Source: an optimization exercise on an open RTL-to-GDS flow (aim: small area and a short achievable clock period). Production flows keep margins and buffers that such runs may drop.
Function was checked by simulation only, so behaviour that the tests miss may differ from the original.
No activity file was given, so power comes from the tool's default toggle rates.

==> flow/design.v (outline; a module is shown in full before it is edited, if it fits) <==
// module windlass_mac: 1285 lines
// module wm_fa: 4 lines
// module wm_fa1: 4 lines
// module wm_ha: 4 lines
// module wm_nand: 3 lines
// module wm_xnor: 3 lines
// module wm_xor: 3 lines
// module wm_inv: 3 lines
// module wm_gpa: 4 lines
// module wm_ga: 3 lines
// module wm_gpo: 4 lines
// module wm_go: 3 lines
module windlass_mac (
    input  wire        clk,
    input  wire        rst,
    input  wire        in_valid,
    input  wire        in_last,
    input  wire [31:0] in_a,
    input  wire [31:0] in_s,
    output reg         out_valid,
    output reg  [63:0] out_c
);
  // ...
==> flow/flow/run.sh <==
#!/bin/bash
# Layout flow: the standard synthesis, unchanged, then the standard ORFS
# steps (floorplan to finish) with different repair settings:
#   - up to and including CTS, timing repair aims at the setup margin in
#     flow/margin.txt, so that the resizer works the design towards a shorter
#     period than the clock's; after CTS (global route onwards) it aims at the
#     margin in flow/margin_route.txt;
#   - extra make variables from flow/args.txt, one per line (resizer and
#     port-buffer options).
# The clock, the SDC and the design are the standard flow's. Each step's full output is
# in orfs/logs/ (ORFS's own logs) and in synth.log / cts.log / layout.log here.
set -uo pipefail
MARGIN=$(cat flow/margin.txt)
MARGIN_ROUTE=$(cat flow/margin_route.txt)
mapfile -t EXTRA < flow/args.txt
bash standard.sh synth > synth.log 2>&1 || exit 1
bash standard.sh SETUP_SLACK_MARGIN=$MARGIN TNS_END_PERCENT=100 "${EXTRA[@]}" cts > cts.log 2>&1 || exit 1
bash standard.sh SETUP_SLACK_MARGIN=$MARGIN_ROUTE TNS_END_PERCENT=100 "${EXTRA[@]}" finish > layout.log 2>&1
==> flow/flow/args.txt <==
MATCH_CELL_FOOTPRINT=0
BUFFER_PORTS_ARGS=-buffer_cell sky130_fd_sc_hd__buf_2
==> flow/flow/margin.txt <==
7.6
==> flow/flow/margin_route.txt <==
0
==> flow/standard.sh <==
#!/bin/bash
# synth_recipe.tcl (not shown) runs the flow's synth.tcl, then flattens the netlist and writes it again
# the make line also repeats each setting of config.mk as NAME=value (left out here)
make -C /OpenROAD-flow-scripts/flow DESIGN_CONFIG=/design/flow/config.mk WORK_HOME=/design/flow/orfs CLKGATE_MAP_FILE= SYNTH_SCRIPT=/design/flow/synth_recipe.tcl "${@:-finish}"
==> flow/config.mk <==
export PLATFORM = sky130hd
export DESIGN_NAME = windlass_mac
export DESIGN_NICKNAME = windlass_mac
export VERILOG_FILES = /design/flow/design.v
export SDC_FILE = /design/flow/constraint.sdc
export NUM_CORES = 4
export LEC_CHECK = 0
export CAP_MARGIN = 20
export CORE_MARGIN = 2
export CORE_UTILIZATION = 40
export SLEW_MARGIN = 20
export SYNTH_HIERARCHICAL = 1
export SYNTH_MINIMUM_KEEP_SIZE = 0
==> flow/constraint.sdc <==
create_clock -name core_clock -period 11.0 [get_ports {clk}]
set_input_delay 2.2000 -clock core_clock [delete_from_list [all_inputs] [get_ports {clk}]]
set_output_delay 2.2000 -clock core_clock [all_outputs]
set_load 0.01 [all_outputs]
==> impl_metrics.ini, run 1 <==
[clocking]
cts_hold_buf = 0
cts_resized = 188
cts_buffers = 40
clkTransAtPathRegs_ps = 60
clk_latency_ps = 600

[placement]
dp_slack_ps = 6940
postPlaceCellArea_mm2 = 0.0332
hpwl_um = 67200

[logic_synthesis]
syn_avg_cell_area_um2 = 11.2
synth_top_cells_by_area = fa_1 (29%), dfxtp_1 (19%), xnor2_1 (17%)
syn-cell-area_mm2 = 0.0329
synth_ff_type = dfxtp_1

[outcome]
status = finished clean

[worst_setup_path]
worstPathArrival_ps = 4080
critPathRequiredTime_ps = 11480
cp_cell_sequence = fa_1 -> fa_1 -> fa_1 -> xnor2_2 -> nor2_2 -> a21oi_2 -> o21ai_2 -> a21oi_2 -> o21ai_2 -> a21oi_4 -> o21ai_1 -> xnor2_1
critical_path.max_fanout = 3
endpoint_kind = register
endpoint = out_c[37]

[final_layout]
final_cell_mix = xnor2_1 (604), fa_1 (478), a22oi_1 (316), dfxtp_1 (274), a22oi_2 (180)
n_antenna_cell = 3
seq_area_mm2 = 0.00630
final_common_cell = xnor2_1
largest_register_ffs = 64
final-nonclk-buf-share_pct = 3.99
drive_above_1_share_pct = 26.0
largest-register = out_c

[sta]
final.period_utilization_pct = 32.7

[routing]
wl_met3_um = 12900
drt-met1-wl_um = 44600

[die]
fp.dieH_um = 291
start_util_pct = 40.2

[grt]
grt_pass1_wl_um = 165000

[pwr]
vdd_drop_max_v = 0.000296
pg_clk_mw = 1.44
==> inputs of run 2 (changes only) <==
--- a/flow/design.v
+++ b/flow/design.v
@@ -7,28 +7,31 @@
     input  wire [31:0] in_s,
     output reg         out_valid,
     output reg  [63:0] out_c
 );
     wire [32:0] se = {in_s, 1'b0};
     wire        tv = in_valid & ~rst;
     reg  [31:0] a_r;
     reg  [15:0] x1_r, x2_r, ng_r;
+    reg  [31:0] an_r;
     reg         l0;
     integer j;
     always @(posedge clk) begin
         a_r <= in_a;
+        an_r <= ~in_a;
         l0  <= tv & in_last;
         for (j = 0; j < 16; j = j + 1) begin
             x1_r[j] <= tv & (se[2*j+1] ^ se[2*j]);
             x2_r[j] <= tv & ((se[2*j+2] & ~se[2*j+1] & ~se[2*j]) | (~se[2*j+2] & se[2*j+1] & se[2*j]));
             ng_r[j] <= tv & se[2*j+2];
         end
     end
     wire [33:0] ae = {a_r[31], a_r, 1'b0};   
+    wire [33:0] aen = {an_r[31], an_r, 1'b1};   
     wire [32:0] pp0;
     wire [32:0] pp1;
     wire [32:0] pp2;
     wire [32:0] pp3;
     wire [32:0] pp4;
     wire [32:0] pp5;
     wire [32:0] pp6;
     wire [32:0] pp7;
@@ -45,24 +48,24 @@
         assign pp0[gi] = ((x1_r[0] & ae[gi+1]) | (x2_r[0] & ae[gi])) ^ ng_r[0];
         assign pp1[gi] = ((x1_r[1] & ae[gi+1]) | (x2_r[1] & ae[gi])) ^ ng_r[1];
         assign pp2[gi] = ((x1_r[2] & ae[gi+1]) | (x2_r[2] & ae[gi])) ^ ng_r[2];
         assign pp3[gi] = ((x1_r[3] & ae[gi+1]) | (x2_r[3] & ae[gi])) ^ ng_r[3];
         assign pp4[gi] = ((x1_r[4] & ae[gi+1]) | (x2_r[4] & ae[gi])) ^ ng_r[4];
         assign pp5[gi] = ((x1_r[5] & ae[gi+1]) | (x2_r[5] & ae[gi])) ^ ng_r[5];
         assign pp6[gi] = ((x1_r[6] & ae[gi+1]) | (x2_r[6] & ae[gi])) ^ ng_r[6];
         assign pp7[gi] = ((x1_r[7] & ae[gi+1]) | (x2_r[7] & ae[gi])) ^ ng_r[7];
-        assign pp8[gi] = ((x1_r[8] & ae[gi+1]) | (x2_r[8] & ae[gi])) ^ ng_r[8];
-        assign pp9[gi] = ((x1_r[9] & ae[gi+1]) | (x2_r[9] & ae[gi])) ^ ng_r[9];
-        assign pp10[gi] = ((x1_r[10] & ae[gi+1]) | (x2_r[10] & ae[gi])) ^ ng_r[10];
-        assign pp11[gi] = ((x1_r[11] & ae[gi+1]) | (x2_r[11] & ae[gi])) ^ ng_r[11];
-        assign pp12[gi] = ((x1_r[12] & ae[gi+1]) | (x2_r[12] & ae[gi])) ^ ng_r[12];
-        assign pp13[gi] = ((x1_r[13] & ae[gi+1]) | (x2_r[13] & ae[gi])) ^ ng_r[13];
-        assign pp14[gi] = ((x1_r[14] & ae[gi+1]) | (x2_r[14] & ae[gi])) ^ ng_r[14];
-        assign pp15[gi] = ((x1_r[15] & ae[gi+1]) | (x2_r[15] & ae[gi])) ^ ng_r[15];
+        assign pp8[gi] = ((x1_r[8] & ~aen[gi+1]) | (x2_r[8] & ~aen[gi])) ^ ng_r[8];
+        assign pp9[gi] = ((x1_r[9] & ~aen[gi+1]) | (x2_r[9] & ~aen[gi])) ^ ng_r[9];
+        assign pp10[gi] = ((x1_r[10] & ~aen[gi+1]) | (x2_r[10] & ~aen[gi])) ^ ng_r[10];
+        assign pp11[gi] = ((x1_r[11] & ~aen[gi+1]) | (x2_r[11] & ~aen[gi])) ^ ng_r[11];
+        assign pp12[gi] = ((x1_r[12] & ~aen[gi+1]) | (x2_r[12] & ~aen[gi])) ^ ng_r[12];
+        assign pp13[gi] = ((x1_r[13] & ~aen[gi+1]) | (x2_r[13] & ~aen[gi])) ^ ng_r[13];
+        assign pp14[gi] = ((x1_r[14] & ~aen[gi+1]) | (x2_r[14] & ~aen[gi])) ^ ng_r[14];
+        assign pp15[gi] = ((x1_r[15] & ~aen[gi+1]) | (x2_r[15] & ~aen[gi])) ^ ng_r[15];
     end endgenerate
     wire t1, t2, t3, t4, t5, t6, t7, t8, t9, t10, t11, t12, t13, t14, t15, t16;
     wire t17, t18, t19, t20, t21, t22, t23, t24, t25, t26, t27, t28, t29, t30, t31, t32;
     wire t33, t34, t35, t36, t37, t38, t39, t40, t41, t42, t43, t44, t45, t46, t47, t48;
     wire t49, t50, t51, t52, t53, t54, t55, t56, t57, t58, t59, t60, t61, t62, t63, t64;
     wire t65, t66, t67, t68, t69, t70, t71, t72, t73, t74, t75, t76, t77, t78, t79, t80;
     wire t81, t82, t83, t84, t85, t86, t87, t88, t89, t90, t91, t92, t93, t94, t95, t96;
     wire t97, t98, t99, t100, t101, t102, t103, t104, t105, t106, t107, t108, t109, t110, t111, t112;
@@ -695,18 +698,18 @@
         r0[58] <= t695;
         r0[59] <= t804;
         r0[60] <= t805;
         r1[60] <= t549;
         r0[61] <= t697;
         r0[62] <= t698;
         r1[62] <= ~pp15[32];
     end
-    reg         clr, rst_d;
-    wire [63:0] accg = out_c & {64{~clr}};
+    reg         clr, clrn, rst_d;
+    wire [63:0] accg = out_c & {{32{clrn}}, {32{~clr}}};
     wm_fa u_t806 (.a(r0[6]), .b(r1[6]), .c(r2[6]), .s(t806), .co(t807));
     wm_fa u_t808 (.a(r0[19]), .b(r1[19]), .c(r2[19]), .s(t808), .co(t809));
     wm_fa u_t810 (.a(r0[20]), .b(r1[20]), .c(r2[20]), .s(t810), .co(t811));
     wm_fa u_t812 (.a(r0[21]), .b(r1[21]), .c(r2[21]), .s(t812), .co(t813));
     wm_fa u_t814 (.a(r0[22]), .b(r1[22]), .c(r2[22]), .s(t814), .co(t815));
     wm_fa u_t816 (.a(r0[23]), .b(r1[23]), .c(r2[23]), .s(t816), .co(t817));
     wm_fa u_t818 (.a(r0[24]), .b(r1[24]), .c(r2[24]), .s(t818), .co(t819));
     wm_fa u_t820 (.a(r0[25]), .b(r1[25]), .c(r2[25]), .s(t820), .co(t821));
@@ -1276,16 +1279,17 @@
     wm_xor u_k395 (.a(k124), .b(k422), .y(k524));
     wm_xnor u_k396 (.a(k126), .b(k462), .y(k525));
     assign nxt = {k525, k524, k523, k522, k521, k520, k519, k518, k517, k516, k515, k514, k513, k512, k511, k510, k509, k508, k507, k506, k505, k504, k503, k502, k501, k500, k499, k498, k497, k496, k495, k494, k493, k492, k491, k490, k489, k488, k487, k486, k485, k484, k483, k482, k481, k480, k479, k478, k477, k476, k475, k474, k473, k472, k471, k470, k469, k468, k467, k466, k465, k464, k463, t960};
     always @(posedge clk) begin
         out_c     <= nxt;
         out_valid <= l1 & ~rst;
         rst_d     <= rst;
         clr       <= l1 | rst | rst_d;   
+        clrn      <= ~(l1 | rst | rst_d);
     end
 endmodule
 module wm_fa (input wire a, input wire b, input wire c, output wire s, output wire co);
     assign s  = a ^ b ^ c;
     assign co = (a & b) | (a & c) | (b & c);
 endmodule
 module wm_fa1 (input wire a, input wire b, output wire s, output wire co);
     assign s  = ~(a ^ b);   
==> run 2 against run 1 <==
Net effect:
- still clean
- clock power fell by 4%
- worst hold slack got worse by 23 ps
- highest routed layer unchanged
- clock skew barely moved
- global-route usage fell by 3.3 points
- register-to-register slack improved by 90 ps
- sequential share of layout area rose by 1.6 points
- first-iteration DRC count fell by 26%
- die area rose by 3.9%
==> impl_metrics.ini, run 2 <==
[clocking]
cts_max_level = 2
cts_max_path_buffers = 3
cts_hold_buf = 0
clk_latency_ps = 590
cts_sinks = 344
clkTransAtPathRegs_ps = 60
root_buffer = clkbuf_16
cts_tree = yes
cts_buffers = 40

[logic_synthesis]
syn_avg_cell_area_um2 = 11.2
synth_largest_area_cell = fa_1
ys_warn_count = 7
synth_top_cells_by_area = fa_1 (28%), dfxtp_1 (20%), xnor2_1 (10%)
ys_async_sr_fraction_pct = 0
synth-seq-cells = 344
yosysUniqueCellTypes = 31
synth.most_common_cell = fa_1
syn_inst = 3048
synth.top_cell.area_share_pct = 28.3
synth_nets = 3658
yosysSeqAreaShare_pct = 20.2
syn-cell-area_mm2 = 0.0341
synth_ff_type = dfxtp_1
synth_edf_count = 0
ys_top_cells_by_count = fa_1 (482), xnor2_1 (391), dfxtp_1 (344)

[die]
coreArea_mm2 = 0.0849
dieArea_mm2 = 0.0877
ios = 133
start_util_pct = 40.2
fp.dieH_um = 296
die_w_um = 296
rows = 107

[worst_setup_path]
crit_slowest_cell = fa_1
endpoint_kind = register
cp_cell_sequence = inv_4 -> a21oi_1 -> xnor2_1 -> fa_1 -> fa_1 -> fa_1 -> fa_1
critical-path-max-stage-delay_ps = 540
crit_family = adder cells
critPathRequiredTime_ps = 11460
path_common_cell = fa_1
start_kind = register
critical_path.max_fanout = 32
crit_type = register to register
cp_num_buf_inv = 1
worstPathArrival_ps = 3970

[sta]
finalSetupViolations = 0
whs_ps = 449
worstMarginPinSlew_ps = 1020
hold_viol_final = 0
post-route-min-period_ps = 3510
finClkSkew_ps = 29.2
max_clock_freq_ghz = 0.285
setup-tns-final_ps = 0
rsz0062_at_grt = no
final.period_utilization_pct = 31.9
slew_headroom_pct = 31.7
slew_viol_final = 0

[routing]
vias_per_cell = 5.46
drtIter0Drc = 1959
dr.pass1.iters = 5
wire_per_inst_um = 23.8
drc = 0
wl_um = 99400
ant_nets = 0
vias = 22700

[outcome]
status = finished clean

[grt]
grt_pass1_wl_um = 151000
grt_usage_pct = 22.7
grt_pass1_vias = 23400
grt_overflow_total = 0
grt_max_degree = 35
antenna_found_initial = 18

[pwr]
intPower_mw = 6.48
vdd_drop_max_v = 0.000271
swShare_pct = 48.6
power_frac_seq_pct = 17.1
clkPwrFrac_pct = 10.9
power_leakage_nw = 14.7
combPwrFrac_pct = 72.0
total_power_mw = 12.6
switchingPower_mw = 6.12
power.density_mw_per_mm2 = 347

[final_layout]
reg_top3 = out_c (64), r0 (63), r1 (53)
largest_register_ffs = 64
final_cell_mix = fa_1 (477), xnor2_1 (367), xor2_1 (277), dfxtp_1 (263), a22oi_2 (186)
syn_to_final_growth_pct = 6.28
largest-register = out_c
final_nets = 3599
final_common_cell = fa_1
drive_above_1_share_pct = 27.9
final_cell_count_no_fill = 4169

[placement]
hpwl_um = 75000
dp.cells = 4069
gp_congestion = 0.923
port_buffers = 132

[flow_run]
cap_violations = 0

[hold_path]
hp-class = register to register
-- run 2: modules after synthesis (local to each module, per instance) --
module	flip-flops and latches	cells	cell area, um2
wm_fa	0	1	20.0
wm_ga	0	1	8.76
wm_gpa	0	2	12.5
windlass_mac	344	1931	20200
wm_nand	0	1	3.75
wm_xor	0	1	8.76
wm_inv	0	1	3.75
wm_go	0	1	5.00
wm_gpo	0	2	12.5
wm_ha	0	1	12.5
wm_fa1	0	5	27.5
wm_xnor	0	1	8.76
-- run 2: metal layers --
metal  track usage, %  routed length, um  up-vias
li1                 -                  -    10000
met1             31.4              43200    11600
met2             35.4              44600      953
met3             4.47               7820      190
met4             7.85               3610       22
met5                0                148        -
-- run 2: logic make-up after synthesis --
family                   after synthesis  synth area share (%)
AO/OA/AOI/OAI                        712                  18.8
XOR/XNOR                             668                  17.1
adder cells (fa/ha/maj)              542                  30.5
buffers and inverters                432                  8.72
AND/OR/NAND/NOR                      350                  4.72
flip-flops                           344                  20.2
-- run 2: cell type report --
class | instances | area, um2
tap | 1144 | 1430
clock inverter | 22 | 244
sequential | 344 | 6990
clock buffer | 50 | 1100
multi-input combinational | 2272 | 24800
antenna | 6 | 15.0
fill | 8121 | 48600
timing repair buffer | 203 | 1230
inverter | 128 | 493
-- run 2: metrics by stage --
step	setup WS [ps]	area (um2)	util, %
global route	7310	36300	42.7
global placement	7100	34100	40.2
floorplan	7730	34100	-
finish	7490	36300	42.8
CTS	7540	36300	42.7
detailed placement	7190	34100	40.2
-- run 2: worst paths after layout --
kind,slack [ps],start,end,cells after the start
min reg2reg,450,l0,l1,1
max reg2reg,7490,x2_r[8],r1[49],7
max,7490,x2_r[8],r1[49],7
min,450,l0,l1,1
-- run 2: power groups by stage --
stage	Sequential (mW)	Combinational, mW	Clock [mW]
finish	2.15	9.07	1.38
global route	2.19	9.91	1.46
CTS	2.15	9.07	1.42
detailed placement	2.17	7.93	0
global placement	2.17	7.81	0
floorplan	2.02	6.02	0
-- run 2: worst reg2reg max path, cell delays in order, from the launching register on --
cell	delay, ps
dfxtp_1	330
inv_4	420
a21oi_1	260
xnor2_1	450
fa_1	520
fa_1	460
fa_1	540
fa_1	410
-- run 2: what timing repair did --
action	4_1_cts	5_1_grt
resized for setup	184	0
setup endpoints to repair	144	0
setup buffers	22	0
==> inputs of run 3 (changes only) <==
--- a/flow/config.mk
+++ b/flow/config.mk
@@ -8,5 +8,5 @@
 export CAP_MARGIN = 20
 export CORE_MARGIN = 2
-export CORE_UTILIZATION = 40
+export CORE_UTILIZATION = 55
 export SLEW_MARGIN = 20
 export SYNTH_HIERARCHICAL = 1
==> run 3 against run 2 <==
Net effect:
- largest cell class unchanged
- sequential share of layout area up 0.059 points
- cell count is 8.5% lower
- power up 3.4%
- cell area is 0.20% lower
- highest routed layer unchanged
- setup slack worse by 30 ps
==> impl_metrics.ini, run 3 <==
[outcome]
status = finished clean

[final_layout]
reg_top3 = out_c (64), r0 (63), r1 (53)
final_cell_mix = fa_1 (475), xnor2_1 (368), xor2_1 (277), dfxtp_1 (265), a22oi_2 (186)
largest-register = out_c
drive_above_1_share_pct = 28.6
syn_to_final_growth_pct = 6.07
final_nets = 3600
largest_register_ffs = 64
final_common_cell = fa_1
fillCellCount = 5189
final_cell_count_no_fill = 3814
n_antenna_cell = 0

[worst_setup_path]
worstPathArrival_ps = 4010
crit_slowest_cell = fa_1
critical_path.max_fanout = 3
critical-path-max-stage-delay_ps = 560
endpoint_kind = register
critPathRequiredTime_ps = 11470
path_common_cell = fa_1
start_kind = register
cp_cell_sequence = fa_1 -> fa_1 -> fa_1 -> xnor2_2 -> nor2_2 -> a21oi_2 -> o21ai_2 -> buf_4 -> a21oi_2 -> o21ai_2 -> a21oi_4 -> o21ai_1 -> xnor2_1
crit_type = register to register

[logic_synthesis]
syn_inst = 3048
synth_edf_count = 0
synth_largest_area_cell = fa_1
ys_top_cells_by_count = fa_1 (482), xnor2_1 (391), dfxtp_1 (344)
ys_warn_count = 7
synth-seq-cells = 344
synth_nets = 3658
synth.most_common_cell = fa_1
ys_async_sr_fraction_pct = 0
syn_avg_cell_area_um2 = 11.2
yosysUniqueCellTypes = 31
synth_ff_type = dfxtp_1
synth_top_cells_by_area = fa_1 (28%), dfxtp_1 (20%), xnor2_1 (10%)
synth.top_cell.area_share_pct = 28.3
syn-cell-area_mm2 = 0.0341
yosysSeqAreaShare_pct = 20.2

[grt]
antenna_found_initial = 6
grt_usage_pct = 32.5
grt_overflow_total = 0
grt_max_degree = 35
grt_pass1_wl_um = 156000
grt_pass1_vias = 24600

[routing]
dr.pass1.iters = 6
top_layer = met5
wl_um = 103000
drtIter0Drc = 2155
ant_nets = 0
wl_met3_um = 10300
drt-met1-wl_um = 44900
drc = 0
vias_per_cell = 6.14
dr_wl_met2_um = 45300
wire_per_inst_um = 27.0
vias = 23400

[sta]
final.period_utilization_pct = 32.1
finalSetupViolations = 0
slew_viol_final = 0
worstMarginPinSlew_ps = 879
max_clock_freq_ghz = 0.283
rsz0062_at_grt = no
slew_headroom_pct = 41.3
setup-tns-final_ps = 0
finClkSkew_ps = 22.3
post-route-min-period_ps = 3540
hold_viol_final = 0

[clocking]
cts_hold_buf = 0
cts_max_path_buffers = 3
clk_latency_ps = 610
cts_tree = yes
cts_sinks = 344
cts_max_level = 2
cts_buffers = 43
clkTransAtPathRegs_ps = 60
root_buffer = clkbuf_16

[pwr]
power_leakage_nw = 14.7
vdd_drop_max_v = 0.000282
power.density_mw_per_mm2 = 360

[placement]
hpwl_um = 73900
port_buffers = 132
gp_congestion = 0.963
dp.cells = 3709

[die]
fp.dieH_um = 253
rows = 91
ios = 133
coreArea_mm2 = 0.0615
die_w_um = 253
start_util_pct = 55.5
dieArea_mm2 = 0.0641

[flow_run]
cap_violations = 0

[hold_path]
hp-class = register to register
-- run 3: path summary, 6_finish.rpt --
path | end | start | slack [ps] | cells after the start
hold / removal | clrn | rst_d | 460 | 1
setup / recovery | out_c[53] | r0[38] | 7460 | 13
setup reg to reg | out_c[53] | r0[38] | 7460 | 13
hold reg to reg | clrn | rst_d | 460 | 1
-- run 3: cell type report --
type,instances,area [um2],share of cell area [%]
Clock buffer,48,1100,3.05
Clock inverter,31,377,1.04
Inverter,128,512,1.41
Multi-Input combinational cell,2272,24900,68.8
Sequential cell,344,7000,19.3
Tap cell,790,988,2.73
Timing Repair Buffer,200,1300,3.58
Timing Repair inverter,1,7.51,0.0207
-- run 3: worst max-delay path, delay by kind of cell, from the launching register on --
kind / cells / cell delay (ps)
xor+xnor: 2 / 390
buf+inv: 1 / 150
simple gates: 1 / 110
fa+ha+maj: 3 / 1560
flops: 1 / 320
compound gates: 6 / 860
-- run 3: cell families (layout without fill, tap and decap cells) --
family                     after synthesis  count (layout)  synth area share, %
adders and majority gates              542             542                 30.5
xor gates and xnor gates               668             668                 17.1
buffers and inverters                  432             408                 8.72
AOI/OAI and AO/OA                      712             712                 18.8
and+or+nand+nor                        350             350                 4.72
DFF                                    344             344                 20.2
-- run 3: stage by stage --
stage          setup slack (ps)  util, %  power (mW)  hold slack [ps]  instance area, um2
2_1_floorplan              7730        -        8.04              326               34100
4_1_cts                    7510     58.9        13.0              465               36200
6_report                   7460     58.9        13.0              458               36200
5_1_grt                    7300     58.9        13.9              467               36200
3_3_place_gp               6960     54.7        10.1              417               33600
3_5_place_dp               7140     54.7        10.3              457               33600
-- run 3: repair_timing --
item / CTS / global route
endpoints found under the setup margin: 146 / 0
gates resized for setup: 232 / 0
buffers inserted: 25 / 0
-- run 3: modules after synthesis, one instance, submodules excluded --
| module | flip-flops and latches | area, um2 |
|---|---|---|
| wm_ga | 0 | 8.76 |
| wm_inv | 0 | 3.75 |
| wm_gpo | 0 | 12.5 |
| wm_ha | 0 | 12.5 |
| wm_gpa | 0 | 12.5 |
| wm_xnor | 0 | 8.76 |
| windlass_mac | 344 | 20200 |
| wm_fa | 0 | 20.0 |
| wm_go | 0 | 5.00 |
| wm_fa1 | 0 | 27.5 |
| wm_xor | 0 | 8.76 |
| wm_nand | 0 | 3.75 |
-- run 3: where the power goes --
| group | total, mW | switching (mW) | internal, mW |
|---|---|---|---|
| Combinational | 9.40 | 5.44 | 3.95 |
| Clock | 1.51 | 0.647 | 0.862 |
| Sequential | 2.13 | 0.340 | 1.79 |
-- run 3: metal layers --
| layer | GRT usage, % | vias up |
|---|---|---|
| li1 | - | 9981 |
| met5 | 0 | - |
| met4 | 8.71 | 4 |
| met1 | 47.1 | 12000 |
| met3 | 7.30 | 166 |
| met2 | 49.1 | 1257 |
==> inputs of run 4 (changes only) <==
--- a/flow/config.mk
+++ b/flow/config.mk
@@ -9,4 +9,5 @@
 export CORE_MARGIN = 2
 export CORE_UTILIZATION = 55
+export CTS_CLUSTER_SIZE = 24
 export SLEW_MARGIN = 20
 export SYNTH_HIERARCHICAL = 1
==> run 4 against run 3 <==
Net effect:
- worst hold slack improved by 0.51 ps
- clock power barely moved
- clock skew grew 5.8 ps
- critical path depth shrank 1
- wire length grew 0.31%
- critical endpoint is now out_c[43]
- highest routed layer unchanged
==> impl_metrics.ini, run 4 <==
[outcome]
status = finished clean

[grt]
grt_max_degree = 35
grt_usage_pct = 32.6
antenna_found_initial = 5
grt_pass1_wl_um = 157000
grt_overflow_total = 0
grt_pass1_vias = 24600

[die]
rows = 91
fp.dieH_um = 253
dieArea_mm2 = 0.0641
ios = 133
start_util_pct = 55.5
die_w_um = 253
coreArea_mm2 = 0.0615

[logic_synthesis]
synth_top_cells_by_area = fa_1 (28%), dfxtp_1 (20%), xnor2_1 (10%)
ys_top_cells_by_count = fa_1 (482), xnor2_1 (391), dfxtp_1 (344)
yosysSeqAreaShare_pct = 20.2
syn-cell-area_mm2 = 0.0341
synth.top_cell.area_share_pct = 28.3
ys_warn_count = 7
yosysUniqueCellTypes = 31
synth_largest_area_cell = fa_1
syn_avg_cell_area_um2 = 11.2
synth_ff_type = dfxtp_1
ys_async_sr_fraction_pct = 0
synth_edf_count = 0
synth-seq-cells = 344
synth.most_common_cell = fa_1
synth_nets = 3658
syn_inst = 3048

[routing]
wl_um = 103000
ant_nets = 0
dr.pass1.iters = 5
drtIter0Drc = 2160
vias_per_cell = 6.16
vias = 23500
wire_per_inst_um = 27.0
drc = 0

[sta]
rsz0062_at_grt = no
slew_viol_final = 0
finClkSkew_ps = 28.1
max_clock_freq_ghz = 0.286
post-route-min-period_ps = 3500
slew_headroom_pct = 39.8
hold_viol_final = 0
setup-tns-final_ps = 0
setup_slack_ps = 7500
final.period_utilization_pct = 31.8
worstMarginPinSlew_ps = 902
finalSetupViolations = 0

[worst_setup_path]
cp_cell_sequence = fa_1 -> fa_1 -> fa_1 -> xnor2_2 -> o21ai_2 -> a21oi_2 -> o21ai_2 -> a21oi_2 -> o21ai_2 -> a21oi_4 -> o21ai_2 -> xnor2_1
r2r_slack_ps = 7500
crit_family = adder cells
rr_endpoint = out_c[43]
endpoint_kind = register
reg2regPathDepth = 12
critical_path.max_fanout = 3
worstPathArrival_ps = 3970
start_kind = register
critPathRequiredTime_ps = 11470
cp_num_buf_inv = 0
path_common_cell = o21ai_2
reg2reg_from = r1[29]
crit_type = register to register
critical-path-max-stage-delay_ps = 550
crit_slowest_cell = fa_1

[clocking]
clkTransAtPathRegs_ps = 60
clk_latency_ps = 610
cts_max_path_buffers = 3
cts_sinks = 344
cts_buffers = 43
cts_tree = yes
cts_hold_buf = 0
root_buffer = clkbuf_16
cts_max_level = 2

[pwr]
vdd_drop_max_v = 0.000287
clkPwrFrac_pct = 11.4
power.density_mw_per_mm2 = 370
swShare_pct = 49.2
total_power_mw = 13.5
power_frac_seq_pct = 15.8
intPower_mw = 6.85
switchingPower_mw = 6.63
combPwrFrac_pct = 72.9
power_leakage_nw = 14.8

[final_layout]
final_nets = 3608
final_cell_mix = fa_1 (473), xnor2_1 (368), xor2_1 (277), dfxtp_1 (266), a22oi_2 (186)
drive_above_1_share_pct = 29.1
final_common_cell = fa_1
stdcell_area_mm2 = 0.0364
final_cell_count_no_fill = 3822
reg_top3 = out_c (64), r0 (63), r1 (53)
syn_to_final_growth_pct = 6.59
largest-register = out_c
n_antenna_cell = 0
largest_register_ffs = 64

[placement]
port_buffers = 132
postPlaceCellArea_mm2 = 0.0336
dp.cells = 3709
hpwl_um = 73900
dp_slack_ps = 7140
gp_congestion = 0.963

[hold_path]
min_to = l1
hp-start = l0
hp-class = register to register
min_path_cells = 1

[flow_run]
cap_violations = 0
[run 4: through the flow]
| step | utilization [%] | hold WS, ps |
|---|---|---|
| after floorplan | - | 326 |
| after global placement | 54.7 | 417 |
| after detailed placement | 54.7 | 457 |
| after CTS | 59.2 | 465 |
| after global routing | 59.2 | 467 |
| final | 59.2 | 458 |
[run 4: timing repair]
action,4_1_cts,5_1_grt
endpoints found under the setup margin,145,0
setup buffers,33,0
gates resized for setup,253,0
[run 4: final cells by class]
type | instances | area [um2]
Tap cell | 790 | 988
Fill cell | 5159 | 25100
Timing Repair Buffer | 208 | 1360
Clock inverter | 31 | 399
Multi-Input combinational cell | 2272 | 25000
Timing Repair inverter | 1 | 7.51
Sequential cell | 344 | 7000
Inverter | 128 | 512
Clock buffer | 48 | 1100
[run 4: per-layer routing]
metal  track usage, %  vias to the layer above  part of all wire (%)
met5                0                        -                 0.025
met4             8.52                        4                   2.2
met3             7.37                      177                    10
met2             49.3                     1321                    44
met1             47.2                    12000                    43
li1                 -                     9999                     -
[run 4: Yosys stat by module (local to each module, per instance), a selection]
module | times used | area (um2) | cells
wm_fa1 | 15 | 27.5 | 5
wm_fa | 482 | 20.0 | 1
wm_gpa | 52 | 12.5 | 2
wm_gpo | 72 | 12.5 | 2
wm_xnor | 104 | 8.76 | 1
wm_ga | 20 | 8.76 | 1
wm_inv | 19 | 3.75 | 1
[run 4: logic make-up after synthesis]
logic type / Yosys count / synth area share [%]
xor gates and xnor gates: 668 / 17.1
and+or+nand+nor: 350 / 4.72
DFF: 344 / 20.2
AOI/OAI and AO/OA: 712 / 18.8
adders and majority gates: 542 / 30.5
buffers and inverters: 432 / 8.72
[run 4: worst max path at each step]
| stage | slack (ps) | start | endpoint | cells after the start |
|---|---|---|---|---|
| finish | 7500 | r1[29] | out_c[43] | 12 |
| global placement | 6960 | clr | out_c[55] | 11 |
| CTS | 7510 | r0[31] | out_c[43] | 12 |
| floorplan | 7730 | r0[29] | out_c[63] | 12 |
| detailed placement | 7140 | r0[6] | out_c[55] | 12 |
| global route | 7320 | r1[22] | out_c[59] | 12 |
[run 4: worst register-to-register path: stages, from the launching register on]
cell	delay, ps
dfxtp_2	320
fa_1	550
fa_1	440
fa_1	540
xnor2_2	270
o21ai_2	140
a21oi_2	190
o21ai_2	120
a21oi_2	250
o21ai_2	110
a21oi_4	240
o21ai_2	90
xnor2_1	130
[run 4: power groups by stage]
stage | Clock, mW | Sequential (mW) | Combinational [mW]
CTS | 1.56 | 2.13 | 9.74
floorplan | 0 | 2.02 | 6.02
global route | 1.61 | 2.17 | 10.6
global placement | 0 | 2.14 | 7.98
finish | 1.53 | 2.13 | 9.82
detailed placement | 0 | 2.15 | 8.12

-- what the ideal ports hide --
Ports are ideal in the flow. The routed layouts listed here were re-timed in OpenROAD.
Step 1, drivers: a clkbuf_16 drives clk and a buf_2 each remaining input, both assumed.
Step 2 moves the port delays by t, midway between the first and last clock arrival at a register: inputs arrive t later, outputs are due t later. That takes back most of the time a late clock gives input paths.
a / b / c = ideal / step 1 / step 2; a / b = the first two.
| run | t, ns | setup slack, ns | worst setup path after step 2 |
|---|---|---|---|
| run 1 | 0.647 | 7.401 / 7.401 / 7.401 | register to register |
| run 2 | 0.637 | 7.494 / 7.494 / 7.494 | register to register |
| run 3 | 0.662 | 7.465 / 7.465 / 7.465 | register to register |
| run 4 | 0.661 | 7.498 / 7.498 / 7.498 | register to register |
After both steps setup and hold are still met in every run listed.
